Source: an optimization exercise on an open RTL-to-GDS flow (aim: small area, a short achievable clock period and few clock cycles per item). Production flows keep margins and buffers that such runs may drop.
Only simulation tests tie the RTL to the original design; equivalence was not proved.

**config.mk**
```make
export PLATFORM = sky130hd
export DESIGN_NAME = ghash_acc
export DESIGN_NICKNAME = ghash_acc
export VERILOG_FILES = /design/flow/design.v
export SDC_FILE = /design/flow/constraint.sdc
export NUM_CORES = 4
export LEC_CHECK = 0
export CAP_MARGIN = 20
export CORE_MARGIN = 2
export CORE_UTILIZATION = 40
export PLACE_DENSITY = 0.6
export SLEW_MARGIN = 20
```
**constraint.sdc**
```tcl
create_clock -name core_clock -period 10.0 [get_ports {clk}]
set_input_delay 2.0000 -clock core_clock [delete_from_list [all_inputs] [get_ports {clk}]]
set_output_delay 2.0000 -clock core_clock [all_outputs]
set_load 0.01 [all_outputs]
```
**design.v**
```verilog
module ghash_acc (
    input  wire         clk,
    input  wire         rst,         
    input  wire         in_valid,
    output wire         in_ready,
    input  wire         in_first,
    input  wire         in_last,
    input  wire [127:0] in_h,
    input  wire [127:0] in_x,
    output wire         out_valid,
    input  wire         out_ready,
    output wire [127:0] out_tag
);
    reg         rdy;         
    reg         pend;        
    reg         last_r;      
    reg         ov;          
    reg [127:0] x_r;         
    reg [254:0] tq;          
    reg [127:0] y;           
    reg [127:0] tag;         
    wire [127:0] hc, xc;
    genvar gi;
    generate for (gi = 0; gi < 128; gi = gi + 1) begin : g_bits
        assign hc[gi] = in_h[127 - gi];
        assign xc[gi] = in_x[127 - gi];
        assign out_tag[127 - gi] = tag[gi];
    end endgenerate
    wire [254:0] tq_n;
    assign tq_n[0] = hc[1] ^ hc[6] ^ hc[7] ^ hc[8] ^ hc[122];
    assign tq_n[1] = hc[2] ^ hc[7] ^ hc[8] ^ hc[9] ^ hc[123];
    assign tq_n[2] = hc[3] ^ hc[8] ^ hc[9] ^ hc[10] ^ hc[124];
    assign tq_n[3] = hc[4] ^ hc[9] ^ hc[10] ^ hc[11] ^ hc[125];
    assign tq_n[4] = hc[5] ^ hc[10] ^ hc[11] ^ hc[12] ^ hc[126];
    assign tq_n[5] = hc[6] ^ hc[11] ^ hc[12] ^ hc[13] ^ hc[127];
    assign tq_n[6] = hc[7] ^ hc[12] ^ hc[13] ^ hc[14];
    assign tq_n[7] = hc[8] ^ hc[13] ^ hc[14] ^ hc[15];
    assign tq_n[8] = hc[9] ^ hc[14] ^ hc[15] ^ hc[16];
    assign tq_n[9] = hc[10] ^ hc[15] ^ hc[16] ^ hc[17];
    assign tq_n[10] = hc[11] ^ hc[16] ^ hc[17] ^ hc[18];
    assign tq_n[11] = hc[12] ^ hc[17] ^ hc[18] ^ hc[19];
    assign tq_n[12] = hc[13] ^ hc[18] ^ hc[19] ^ hc[20];
    assign tq_n[13] = hc[14] ^ hc[19] ^ hc[20] ^ hc[21];
    assign tq_n[14] = hc[15] ^ hc[20] ^ hc[21] ^ hc[22];
    assign tq_n[15] = hc[16] ^ hc[21] ^ hc[22] ^ hc[23];
    assign tq_n[16] = hc[17] ^ hc[22] ^ hc[23] ^ hc[24];
    assign tq_n[17] = hc[18] ^ hc[23] ^ hc[24] ^ hc[25];
    assign tq_n[18] = hc[19] ^ hc[24] ^ hc[25] ^ hc[26];
    assign tq_n[19] = hc[20] ^ hc[25] ^ hc[26] ^ hc[27];
    assign tq_n[20] = hc[21] ^ hc[26] ^ hc[27] ^ hc[28];
    assign tq_n[21] = hc[22] ^ hc[27] ^ hc[28] ^ hc[29];
    assign tq_n[22] = hc[23] ^ hc[28] ^ hc[29] ^ hc[30];
    assign tq_n[23] = hc[24] ^ hc[29] ^ hc[30] ^ hc[31];
    assign tq_n[24] = hc[25] ^ hc[30] ^ hc[31] ^ hc[32];
    assign tq_n[25] = hc[26] ^ hc[31] ^ hc[32] ^ hc[33];
    assign tq_n[26] = hc[27] ^ hc[32] ^ hc[33] ^ hc[34];
    assign tq_n[27] = hc[28] ^ hc[33] ^ hc[34] ^ hc[35];
    assign tq_n[28] = hc[29] ^ hc[34] ^ hc[35] ^ hc[36];
    assign tq_n[29] = hc[30] ^ hc[35] ^ hc[36] ^ hc[37];
    assign tq_n[30] = hc[31] ^ hc[36] ^ hc[37] ^ hc[38];
    assign tq_n[31] = hc[32] ^ hc[37] ^ hc[38] ^ hc[39];
    assign tq_n[32] = hc[33] ^ hc[38] ^ hc[39] ^ hc[40];
    assign tq_n[33] = hc[34] ^ hc[39] ^ hc[40] ^ hc[41];
    assign tq_n[34] = hc[35] ^ hc[40] ^ hc[41] ^ hc[42];
    assign tq_n[35] = hc[36] ^ hc[41] ^ hc[42] ^ hc[43];
    assign tq_n[36] = hc[37] ^ hc[42] ^ hc[43] ^ hc[44];
    assign tq_n[37] = hc[38] ^ hc[43] ^ hc[44] ^ hc[45];
    assign tq_n[38] = hc[39] ^ hc[44] ^ hc[45] ^ hc[46];
    assign tq_n[39] = hc[40] ^ hc[45] ^ hc[46] ^ hc[47];
    assign tq_n[40] = hc[41] ^ hc[46] ^ hc[47] ^ hc[48];
    assign tq_n[41] = hc[42] ^ hc[47] ^ hc[48] ^ hc[49];
    assign tq_n[42] = hc[43] ^ hc[48] ^ hc[49] ^ hc[50];
    assign tq_n[43] = hc[44] ^ hc[49] ^ hc[50] ^ hc[51];
    assign tq_n[44] = hc[45] ^ hc[50] ^ hc[51] ^ hc[52];
    assign tq_n[45] = hc[46] ^ hc[51] ^ hc[52] ^ hc[53];
    assign tq_n[46] = hc[47] ^ hc[52] ^ hc[53] ^ hc[54];
    assign tq_n[47] = hc[48] ^ hc[53] ^ hc[54] ^ hc[55];
    assign tq_n[48] = hc[49] ^ hc[54] ^ hc[55] ^ hc[56];
    assign tq_n[49] = hc[50] ^ hc[55] ^ hc[56] ^ hc[57];
    assign tq_n[50] = hc[51] ^ hc[56] ^ hc[57] ^ hc[58];
    assign tq_n[51] = hc[52] ^ hc[57] ^ hc[58] ^ hc[59];
    assign tq_n[52] = hc[53] ^ hc[58] ^ hc[59] ^ hc[60];
    assign tq_n[53] = hc[54] ^ hc[59] ^ hc[60] ^ hc[61];
    assign tq_n[54] = hc[55] ^ hc[60] ^ hc[61] ^ hc[62];
    assign tq_n[55] = hc[56] ^ hc[61] ^ hc[62] ^ hc[63];
    assign tq_n[56] = hc[57] ^ hc[62] ^ hc[63] ^ hc[64];
    assign tq_n[57] = hc[58] ^ hc[63] ^ hc[64] ^ hc[65];
    assign tq_n[58] = hc[59] ^ hc[64] ^ hc[65] ^ hc[66];
    assign tq_n[59] = hc[60] ^ hc[65] ^ hc[66] ^ hc[67];
    assign tq_n[60] = hc[61] ^ hc[66] ^ hc[67] ^ hc[68];
    assign tq_n[61] = hc[62] ^ hc[67] ^ hc[68] ^ hc[69];
    assign tq_n[62] = hc[63] ^ hc[68] ^ hc[69] ^ hc[70];
    assign tq_n[63] = hc[64] ^ hc[69] ^ hc[70] ^ hc[71];
    assign tq_n[64] = hc[65] ^ hc[70] ^ hc[71] ^ hc[72];
    assign tq_n[65] = hc[66] ^ hc[71] ^ hc[72] ^ hc[73];
    assign tq_n[66] = hc[67] ^ hc[72] ^ hc[73] ^ hc[74];
    assign tq_n[67] = hc[68] ^ hc[73] ^ hc[74] ^ hc[75];
    assign tq_n[68] = hc[69] ^ hc[74] ^ hc[75] ^ hc[76];
    assign tq_n[69] = hc[70] ^ hc[75] ^ hc[76] ^ hc[77];
    assign tq_n[70] = hc[71] ^ hc[76] ^ hc[77] ^ hc[78];
    assign tq_n[71] = hc[72] ^ hc[77] ^ hc[78] ^ hc[79];
    assign tq_n[72] = hc[73] ^ hc[78] ^ hc[79] ^ hc[80];
    assign tq_n[73] = hc[74] ^ hc[79] ^ hc[80] ^ hc[81];
    assign tq_n[74] = hc[75] ^ hc[80] ^ hc[81] ^ hc[82];
    assign tq_n[75] = hc[76] ^ hc[81] ^ hc[82] ^ hc[83];
    assign tq_n[76] = hc[77] ^ hc[82] ^ hc[83] ^ hc[84];
    assign tq_n[77] = hc[78] ^ hc[83] ^ hc[84] ^ hc[85];
    assign tq_n[78] = hc[79] ^ hc[84] ^ hc[85] ^ hc[86];
    assign tq_n[79] = hc[80] ^ hc[85] ^ hc[86] ^ hc[87];
    assign tq_n[80] = hc[81] ^ hc[86] ^ hc[87] ^ hc[88];
    assign tq_n[81] = hc[82] ^ hc[87] ^ hc[88] ^ hc[89];
    assign tq_n[82] = hc[83] ^ hc[88] ^ hc[89] ^ hc[90];
    assign tq_n[83] = hc[84] ^ hc[89] ^ hc[90] ^ hc[91];
    assign tq_n[84] = hc[85] ^ hc[90] ^ hc[91] ^ hc[92];
    assign tq_n[85] = hc[86] ^ hc[91] ^ hc[92] ^ hc[93];
    assign tq_n[86] = hc[87] ^ hc[92] ^ hc[93] ^ hc[94];
    assign tq_n[87] = hc[88] ^ hc[93] ^ hc[94] ^ hc[95];
    assign tq_n[88] = hc[89] ^ hc[94] ^ hc[95] ^ hc[96];
    assign tq_n[89] = hc[90] ^ hc[95] ^ hc[96] ^ hc[97];
    assign tq_n[90] = hc[91] ^ hc[96] ^ hc[97] ^ hc[98];
    assign tq_n[91] = hc[92] ^ hc[97] ^ hc[98] ^ hc[99];
    assign tq_n[92] = hc[93] ^ hc[98] ^ hc[99] ^ hc[100];
    assign tq_n[93] = hc[94] ^ hc[99] ^ hc[100] ^ hc[101];
    assign tq_n[94] = hc[95] ^ hc[100] ^ hc[101] ^ hc[102];
    assign tq_n[95] = hc[96] ^ hc[101] ^ hc[102] ^ hc[103];
    assign tq_n[96] = hc[97] ^ hc[102] ^ hc[103] ^ hc[104];
    assign tq_n[97] = hc[98] ^ hc[103] ^ hc[104] ^ hc[105];
    assign tq_n[98] = hc[99] ^ hc[104] ^ hc[105] ^ hc[106];
    assign tq_n[99] = hc[100] ^ hc[105] ^ hc[106] ^ hc[107];
    assign tq_n[100] = hc[101] ^ hc[106] ^ hc[107] ^ hc[108];
    assign tq_n[101] = hc[102] ^ hc[107] ^ hc[108] ^ hc[109];
    assign tq_n[102] = hc[103] ^ hc[108] ^ hc[109] ^ hc[110];
    assign tq_n[103] = hc[104] ^ hc[109] ^ hc[110] ^ hc[111];
    assign tq_n[104] = hc[105] ^ hc[110] ^ hc[111] ^ hc[112];
    assign tq_n[105] = hc[106] ^ hc[111] ^ hc[112] ^ hc[113];
    assign tq_n[106] = hc[107] ^ hc[112] ^ hc[113] ^ hc[114];
    assign tq_n[107] = hc[108] ^ hc[113] ^ hc[114] ^ hc[115];
    assign tq_n[108] = hc[109] ^ hc[114] ^ hc[115] ^ hc[116];
    assign tq_n[109] = hc[110] ^ hc[115] ^ hc[116] ^ hc[117];
    assign tq_n[110] = hc[111] ^ hc[116] ^ hc[117] ^ hc[118];
    assign tq_n[111] = hc[112] ^ hc[117] ^ hc[118] ^ hc[119];
    assign tq_n[112] = hc[113] ^ hc[118] ^ hc[119] ^ hc[120];
    assign tq_n[113] = hc[114] ^ hc[119] ^ hc[120] ^ hc[121];
    assign tq_n[114] = hc[115] ^ hc[120] ^ hc[121] ^ hc[122];
    assign tq_n[115] = hc[116] ^ hc[121] ^ hc[122] ^ hc[123];
    assign tq_n[116] = hc[117] ^ hc[122] ^ hc[123] ^ hc[124];
    assign tq_n[117] = hc[118] ^ hc[123] ^ hc[124] ^ hc[125];
    assign tq_n[118] = hc[119] ^ hc[124] ^ hc[125] ^ hc[126];
    assign tq_n[119] = hc[120] ^ hc[125] ^ hc[126] ^ hc[127];
    assign tq_n[120] = hc[0] ^ hc[121] ^ hc[126] ^ hc[127];
    assign tq_n[121] = hc[1] ^ hc[122] ^ hc[127];
    assign tq_n[122] = hc[2] ^ hc[123];
    assign tq_n[123] = hc[3] ^ hc[124];
    assign tq_n[124] = hc[4] ^ hc[125];
    assign tq_n[125] = hc[5] ^ hc[126];
    assign tq_n[126] = hc[6] ^ hc[127];
    assign tq_n[127] = hc[7];
    assign tq_n[128] = hc[8];
    assign tq_n[129] = hc[9];
    assign tq_n[130] = hc[10];
    assign tq_n[131] = hc[11];
    assign tq_n[132] = hc[12];
    assign tq_n[133] = hc[13];
    assign tq_n[134] = hc[14];
    assign tq_n[135] = hc[15];
    assign tq_n[136] = hc[16];
    assign tq_n[137] = hc[17];
    assign tq_n[138] = hc[18];
    assign tq_n[139] = hc[19];
    assign tq_n[140] = hc[20];
    assign tq_n[141] = hc[21];
    assign tq_n[142] = hc[22];
    assign tq_n[143] = hc[23];
    assign tq_n[144] = hc[24];
    assign tq_n[145] = hc[25];
    assign tq_n[146] = hc[26];
    assign tq_n[147] = hc[27];
    assign tq_n[148] = hc[28];
    assign tq_n[149] = hc[29];
    assign tq_n[150] = hc[30];
    assign tq_n[151] = hc[31];
    assign tq_n[152] = hc[32];
    assign tq_n[153] = hc[33];
    assign tq_n[154] = hc[34];
    assign tq_n[155] = hc[35];
    assign tq_n[156] = hc[36];
    assign tq_n[157] = hc[37];
    assign tq_n[158] = hc[38];
    assign tq_n[159] = hc[39];
    assign tq_n[160] = hc[40];
    assign tq_n[161] = hc[41];
    assign tq_n[162] = hc[42];
    assign tq_n[163] = hc[43];
    assign tq_n[164] = hc[44];
    assign tq_n[165] = hc[45];
    assign tq_n[166] = hc[46];
    assign tq_n[167] = hc[47];
    assign tq_n[168] = hc[48];
    assign tq_n[169] = hc[49];
    assign tq_n[170] = hc[50];
    assign tq_n[171] = hc[51];
    assign tq_n[172] = hc[52];
    assign tq_n[173] = hc[53];
    assign tq_n[174] = hc[54];
    assign tq_n[175] = hc[55];
    assign tq_n[176] = hc[56];
    assign tq_n[177] = hc[57];
    assign tq_n[178] = hc[58];
    assign tq_n[179] = hc[59];
    assign tq_n[180] = hc[60];
    assign tq_n[181] = hc[61];
    assign tq_n[182] = hc[62];
    assign tq_n[183] = hc[63];
    assign tq_n[184] = hc[64];
    assign tq_n[185] = hc[65];
    assign tq_n[186] = hc[66];
    assign tq_n[187] = hc[67];
    assign tq_n[188] = hc[68];
    assign tq_n[189] = hc[69];
    assign tq_n[190] = hc[70];
    assign tq_n[191] = hc[71];
    assign tq_n[192] = hc[72];
    assign tq_n[193] = hc[73];
    assign tq_n[194] = hc[74];
    assign tq_n[195] = hc[75];
    assign tq_n[196] = hc[76];
    assign tq_n[197] = hc[77];
    assign tq_n[198] = hc[78];
    assign tq_n[199] = hc[79];
    assign tq_n[200] = hc[80];
    assign tq_n[201] = hc[81];
    assign tq_n[202] = hc[82];
    assign tq_n[203] = hc[83];
    assign tq_n[204] = hc[84];
    assign tq_n[205] = hc[85];
    assign tq_n[206] = hc[86];
    assign tq_n[207] = hc[87];
    assign tq_n[208] = hc[88];
    assign tq_n[209] = hc[89];
    assign tq_n[210] = hc[90];
    assign tq_n[211] = hc[91];
    assign tq_n[212] = hc[92];
    assign tq_n[213] = hc[93];
    assign tq_n[214] = hc[94];
    assign tq_n[215] = hc[95];
    assign tq_n[216] = hc[96];
    assign tq_n[217] = hc[97];
    assign tq_n[218] = hc[98];
    assign tq_n[219] = hc[99];
    assign tq_n[220] = hc[100];
    assign tq_n[221] = hc[101];
    assign tq_n[222] = hc[102];
    assign tq_n[223] = hc[103];
    assign tq_n[224] = hc[104];
    assign tq_n[225] = hc[105];
    assign tq_n[226] = hc[106];
    assign tq_n[227] = hc[107];
    assign tq_n[228] = hc[108];
    assign tq_n[229] = hc[109];
    assign tq_n[230] = hc[110];
    assign tq_n[231] = hc[111];
    assign tq_n[232] = hc[112];
    assign tq_n[233] = hc[113];
    assign tq_n[234] = hc[114];
    assign tq_n[235] = hc[115];
    assign tq_n[236] = hc[116];
    assign tq_n[237] = hc[117];
    assign tq_n[238] = hc[118];
    assign tq_n[239] = hc[119];
    assign tq_n[240] = hc[120];
    assign tq_n[241] = hc[121];
    assign tq_n[242] = hc[122];
    assign tq_n[243] = hc[123];
    assign tq_n[244] = hc[124];
    assign tq_n[245] = hc[125];
    assign tq_n[246] = hc[126];
    assign tq_n[247] = hc[127];
    assign tq_n[248] = hc[0];
    assign tq_n[249] = hc[1];
    assign tq_n[250] = hc[2];
    assign tq_n[251] = hc[3];
    assign tq_n[252] = hc[4];
    assign tq_n[253] = hc[5];
    assign tq_n[254] = hc[6];
    wire [127:0] a = y ^ x_r;
    wire [127:0] o;          
    ghash_tmvp #(.N(128)) u_mul (.t(tq), .v(a), .o(o));
    wire [127:0] c;          
    assign c[127:7] = o[120:0];
    assign c[0] = o[121];
    assign c[1] = o[121] ^ o[122] ^ (a[0] & (tq[248]));
    assign c[2] = o[121] ^ o[122] ^ o[123] ^ (a[0] & (tq[248] ^ tq[249])) ^ (a[1] & (tq[248]));
    assign c[3] = o[122] ^ o[123] ^ o[124] ^ (a[0] & (tq[249] ^ tq[250])) ^ (a[1] & (tq[248] ^ tq[249])) ^ (a[2] & (tq[248]));
    assign c[4] = o[123] ^ o[124] ^ o[125] ^ (a[0] & (tq[250] ^ tq[251])) ^ (a[1] & (tq[249] ^ tq[250])) ^ (a[2] & (tq[248] ^ tq[249])) ^ (a[3] & (tq[248]));
    assign c[5] = o[124] ^ o[125] ^ o[126] ^ (a[0] & (tq[251] ^ tq[252])) ^ (a[1] & (tq[250] ^ tq[251])) ^ (a[2] & (tq[249] ^ tq[250])) ^ (a[3] & (tq[248] ^ tq[249])) ^ (a[4] & (tq[248]));
    assign c[6] = o[125] ^ o[126] ^ o[127] ^ (a[0] & (tq[252] ^ tq[253])) ^ (a[1] & (tq[251] ^ tq[252])) ^ (a[2] & (tq[250] ^ tq[251])) ^ (a[3] & (tq[249] ^ tq[250])) ^ (a[4] & (tq[248] ^ tq[249])) ^ (a[5] & (tq[248]));
    wire acc  = in_valid & rdy & ~rst;
    wire fire = pend & ~(last_r & ov & ~out_ready);
    wire ld_t = fire & last_r;
    wire pend_n = acc | (pend & ~fire);
    wire last_n = acc ? in_last : last_r;
    wire ov_n   = ld_t | (ov & ~out_ready);
    assign in_ready  = rdy;
    assign out_valid = ov;
    always @(posedge clk) begin
        if (rdy)
            x_r <= xc;
        if (acc)
            last_r <= in_last;
        if (acc & in_first)
            tq <= tq_n;
        if (ld_t)
            tag <= c;
        if (rst)
            y <= 128'h0;
        else if (fire)
            y <= last_r ? 128'h0 : c;
        if (rst) begin
            rdy  <= 1'b1;
            pend <= 1'b0;
            ov   <= 1'b0;
        end else begin
            rdy  <= ~(pend_n & last_n & ov_n);
            pend <= pend_n;
            ov   <= ov_n;
        end
    end
endmodule
module ghash_tmvp #(parameter integer N = 128) (
    input  wire [2*N-2:0] t,
    input  wire [N-1:0]   v,
    output wire [N-1:0]   o
);
    generate if (N <= 8) begin : g_base
        genvar i;
        for (i = 0; i < N; i = i + 1) begin : g_row
            wire [N-1:0] row;
            genvar j;
            for (j = 0; j < N; j = j + 1) begin : g_col
                assign row[j] = t[i - j + N - 1] & v[j];
            end
            assign o[i] = ^row;
        end
    end else begin : g_split
        localparam integer H = N / 2;
        wire [3*H-2:0] s = t[3*H-2:0] ^ t[4*H-2:H];
        wire [H-1:0] p0, p1, p2;
        ghash_tmvp #(.N(H)) u0 (.t(t[3*H-2:H]), .v(v[H-1:0] ^ v[N-1:H]), .o(p0));
        ghash_tmvp #(.N(H)) u1 (.t(s[2*H-2:0]),  .v(v[N-1:H]),           .o(p1));
        ghash_tmvp #(.N(H)) u2 (.t(s[3*H-2:H]),  .v(v[H-1:0]),           .o(p2));
        assign o = {p0 ^ p2, p0 ^ p1};
    end endgenerate
endmodule
```
**run.sh**
```bash
#!/bin/bash
# synth_recipe.tcl (not shown) runs the flow's synth.tcl, then flattens the netlist and writes it again
# the make line also repeats each setting of config.mk as NAME=value (left out here)
make -C /OpenROAD-flow-scripts/flow DESIGN_CONFIG=/design/flow/config.mk WORK_HOME=/design/flow/orfs CLKGATE_MAP_FILE= SYNTH_SCRIPT=/design/flow/synth_recipe.tcl finish
```
==> results.txt <==
==> worst max path at each step <==
stage	to	start	depth (start not counted)	slack (ns)
5_1_grt	y[18]	x_r[82]	14	2.85
4_1_cts	y[18]	x_r[82]	14	3.08
3_3_place_gp	y[6]	x_r[27]	15	2.83
2_1_floorplan	tag[0]	out_ready	5	1.51
3_5_place_dp	y[18]	x_r[82]	14	3.26
6_report	y[18]	x_r[82]	14	2.50
==> layout make-up <==
type                       count  area share
antenna                       15    0.000280
timing repair buffer        1187      0.0739
multi-input combinational  13631       0.733
clock inverter                52     0.00479
sequential                   643       0.134
tap                         3880      0.0362
clock buffer                 102      0.0171
inverter                      14    0.000392
==> kinds of logic after synthesis <==
| family | share of synthesized area |
|---|---|
| AO/OA/AOI/OAI | 0.00850 |
| XOR/XNOR | 0.644 |
| buffers and inverters | 0.0136 |
| flip-flops | 0.155 |
| multiplexers | 0.0000968 |
| AND/OR/NAND/NOR | 0.179 |
==> tightest hold or removal path: cells and delay by family (launching register included) <==
kind | cells | cell delay (ns)
DFF | 1 | 0.33
and+or+nand+nor | 1 | 0.06
AOI/OAI and AO/OA | 1 | 0.05
==> layout by cell type (no fill, tap or decap), types with 8 or more instances in the layout <==
| cell | synthesis | layout |
|---|---|---|
| sky130_fd_sc_hd__xnor2_1 | 6364 | 6188 |
| sky130_fd_sc_hd__nor2_1 | 4778 | 4775 |
| sky130_fd_sc_hd__xor2_1 | 1325 | 1300 |
| sky130_fd_sc_hd__buf_4 | 7 | 792 |
| sky130_fd_sc_hd__edfxtp_1 | 511 | 511 |
| sky130_fd_sc_hd__nand2_1 | 432 | 431 |
| sky130_fd_sc_hd__clkdlybuf4s50_1 | 0 | 390 |
| sky130_fd_sc_hd__xnor2_2 | 133 | 300 |
| sky130_fd_sc_hd__dfxtp_1 | 132 | 130 |
| sky130_fd_sc_hd__xnor2_4 | 97 | 106 |
| sky130_fd_sc_hd__xnor3_1 | 103 | 103 |
| sky130_fd_sc_hd__clkbuf_16 | 0 | 87 |
| sky130_fd_sc_hd__a21oi_1 | 83 | 82 |
| sky130_fd_sc_hd__nand3_1 | 77 | 77 |
| sky130_fd_sc_hd__nand2b_1 | 71 | 71 |
| sky130_fd_sc_hd__nor2b_1 | 62 | 62 |
| sky130_fd_sc_hd__a22oi_1 | 51 | 51 |
| sky130_fd_sc_hd__xor2_2 | 16 | 41 |
| sky130_fd_sc_hd__diode_2 | 0 | 15 |
| sky130_fd_sc_hd__clkinv_2 | 0 | 14 |
| sky130_fd_sc_hd__inv_1 | 14 | 13 |
| sky130_fd_sc_hd__bufinv_16 | 0 | 12 |
| sky130_fd_sc_hd__clkbuf_1 | 285 | 9 |
| sky130_fd_sc_hd__o21ai_0 | 8 | 8 |
==> per-layer routing <==
layer / part of all wire / global-route usage
met4: 0.11 / 0.393
met2: 0.38 / 0.592
met3: 0.14 / 0.170
met1: 0.36 / 0.525
met5: 0.00080 / 0.00568
==> registers in the layout, indices dropped and copies added, names as in the netlist <==
signal  flops
last_r      1
tq        255
ov          1
pend        1
x_r       128
rdy         1
y         128
tag       128
==> per-stage QoR <==
step | area (µm²) | util
global placement | 131000 | 0.453
finish | 134000 | 0.465
CTS | 134000 | 0.464
detailed placement | 131000 | 0.453
floorplan | 116000 | -
global route | 134000 | 0.465
==> insert_results.sql <==
INSERT INTO impl_metrics (metric_group, metric, value, unit) VALUES
('run_status', 'status', 'complete, no violations', ''),
('die', 'placeableCoreArea', '289000', 'µm²'),
('timing', 'fin_crit', '7.50', 'ns'),
('logic_synthesis', 'netlist.area_leader.share', '0.479', ''),
('logic_synthesis', 'ys.warnings.count', '1', ''),
('cts', 'htree_levels', '3', ''),
('setup_path', 'critical_path_peak_fanout', '11', ''),
('timing', 'fin_ws', '2.50', 'ns'),
('layout', 'register_area', '18000', 'µm²'),
('routing', 'avgViaCountPerCell', '5.66', ''),
('placement', 'place.gp.congestion', '1.17', ''),
('cts', 'root_buffer', 'sky130_fd_sc_hd__clkbuf_16', ''),
('hold_path', 'min_delay_worst_endpoint', 'y[101]', ''),
('timing', 'timing_hold_violations_final', '0', ''),
('logic_synthesis', 'synthesis.nets', '14929', ''),
('logic_synthesis', 'synth.distinct_cells', '36', ''),
('cts', 'clk-insertion-delay-late', '0.93', 'ns'),
('logic_synthesis', 'synth_seq_cells', '643', ''),
('timing', 'timing.fmax', '0.133', 'GHz'),
('setup_path', 'crit_path_frequent_cell', 'sky130_fd_sc_hd__xnor2_4', ''),
('setup_path', 'critPathCaptureType', 'flop', ''),
('routing', 'drt_pre_antenna_iters', '7', ''),
('setup_path', 'rr_worst_depth', '14', ''),
('routing', 'avgRoutedWirePerCell', '33.9', 'µm'),
('job', 'maxCapViolations', '0', ''),
('grt', 'gr-usage-all-layers', '0.436', ''),
('timing', 'unrepaired_setup_endpoints_after_global_routing', 'false', ''),
('cts', 'cts_tree', 'built', ''),
('routing', 'residual_drc_count', '0', ''),
('setup_path', 'timing.critical_path.max_delay_family', 'XOR/XNOR gates', ''),
('layout', 'footprint_of_the_multi_input_gates', '98300', 'µm²'),
('die', 'initial_utilization', '0.403', ''),
('timing', 'finalMaxSlewViolations', '0', ''),
('placement', 'place_hpwl', '526', 'mm'),
('cts', 'cts_buf_count', '87', ''),
('timing', 'share_of_the_clock_period_used_by_the_worst_path', '0.750', ''),
('hold_path', 'min-delay-path-class', 'reg2reg', ''),
('setup_path', 'critical_path_arrival', '8.18', 'ns'),
('logic_synthesis', 'seq_total_area_yosys', '0.155', ''),
('routing', 'vias', '110416', ''),
('logic_synthesis', 'netlist_instances', '14667', ''),
('hold_path', 'hold_start', 'y[101]', ''),
('logic_synthesis', 'synth.top_cells.by_area', 'sky130_fd_sc_hd__xnor2_1 (48%), sky130_fd_sc_hd__nor2_1 (15%), sky130_fd_sc_hd__edfxtp_1 (13%), sky130_fd_sc_hd__xor2_1 (10%), sky130_fd_sc_hd__xnor2_4 (2.3%)', ''),
('layout', 'syn2layout_area_growth', '15.4', '%'),
('logic_synthesis', 'postSynthAreaPerCell', '7.93', 'µm²'),
('timing', 'relSlewSlack', '0.0617', ''),
('routing', 'postRouteWirelength', '663', 'mm'),
('cts', 'cts_resized', '0', ''),
('die', 'die_x', '543', 'µm'),
('routing', 'postRouteAntennaNets', '0', ''),
('logic_synthesis', 'yosys_most_used_dff', 'sky130_fd_sc_hd__edfxtp_1', ''),
('setup_path', 'worst_path_max_delay_cell', 'sky130_fd_sc_hd__xnor2_4', ''),
('setup_path', 'worst_r2r_end', 'y[18]', ''),
('cts', 'tritoncts_num_sinks', '643', ''),
('setup_path', 'r2r_slack', '2.50', 'ns'),
('layout', 'final_layout_size_suffix_gt1_frac', '0.0894', ''),
('setup_path', 'reg2reg_from', 'x_r[82]', ''),
('setup_path', 'critical_path.cell_chain', 'xnor2_4 > xnor2_4 > xnor2_4 > xnor2_4 > xor2_2 > nand2_1 > xor2_1 > xnor2_1 > xnor3_1 > xor2_1 > xnor2_1 > xnor2_1 > nand3_1 > a21oi_1', ''),
('setup_path', 'timing.critical_path.buf_inv', '0', ''),
('die', 'number_of_placed_i_o_pins', '392', ''),
('cts', 'number_of_buffers_on_the_longest_clock_path', '4', ''),
('cts', 'holdBufCountCts', '0', ''),
('setup_path', 'critPathMaxStageDelay', '0.90', 'ns'),
('logic_synthesis', 'synth_most_common_cell', 'sky130_fd_sc_hd__xnor2_1', ''),
('grt', 'first_global_vias', '100756', ''),
('grt', 'pin_count_of_the_biggest_net_entering_global_routing', '146', '');
Testbench counts, summed over its fixed seeds: cycles 1,231, blocks 1,201.

port drivers added, routing unchanged:
How much do the figures lean on ideal ports? The routed layout below was timed once more, with nothing changed but the port constraints. Step 1, drivers: a clkbuf_16 drives clk and a buf_2 each remaining input, both assumed. Step 2 adds t to the input delays and takes it off the output delays; t is the mean of the earliest and latest rising clock arrival at the registers after step 1. Input paths then give back, and output paths get back, about the clock's delay inside the block. Three values: no drivers, after step 1, after step 2; two values: the first two.
t, ns: 0.971
setup WS [ns]: 2.500 / 2.500 / 2.500
hold WS [ns]: 0.487 / 0.487 / 0.487
worst setup path at the end: register to register
After both steps setup and hold are still met in this run. The setup slack of this run moves by 0.000 ns with the drivers and by 0.000 ns with both steps.
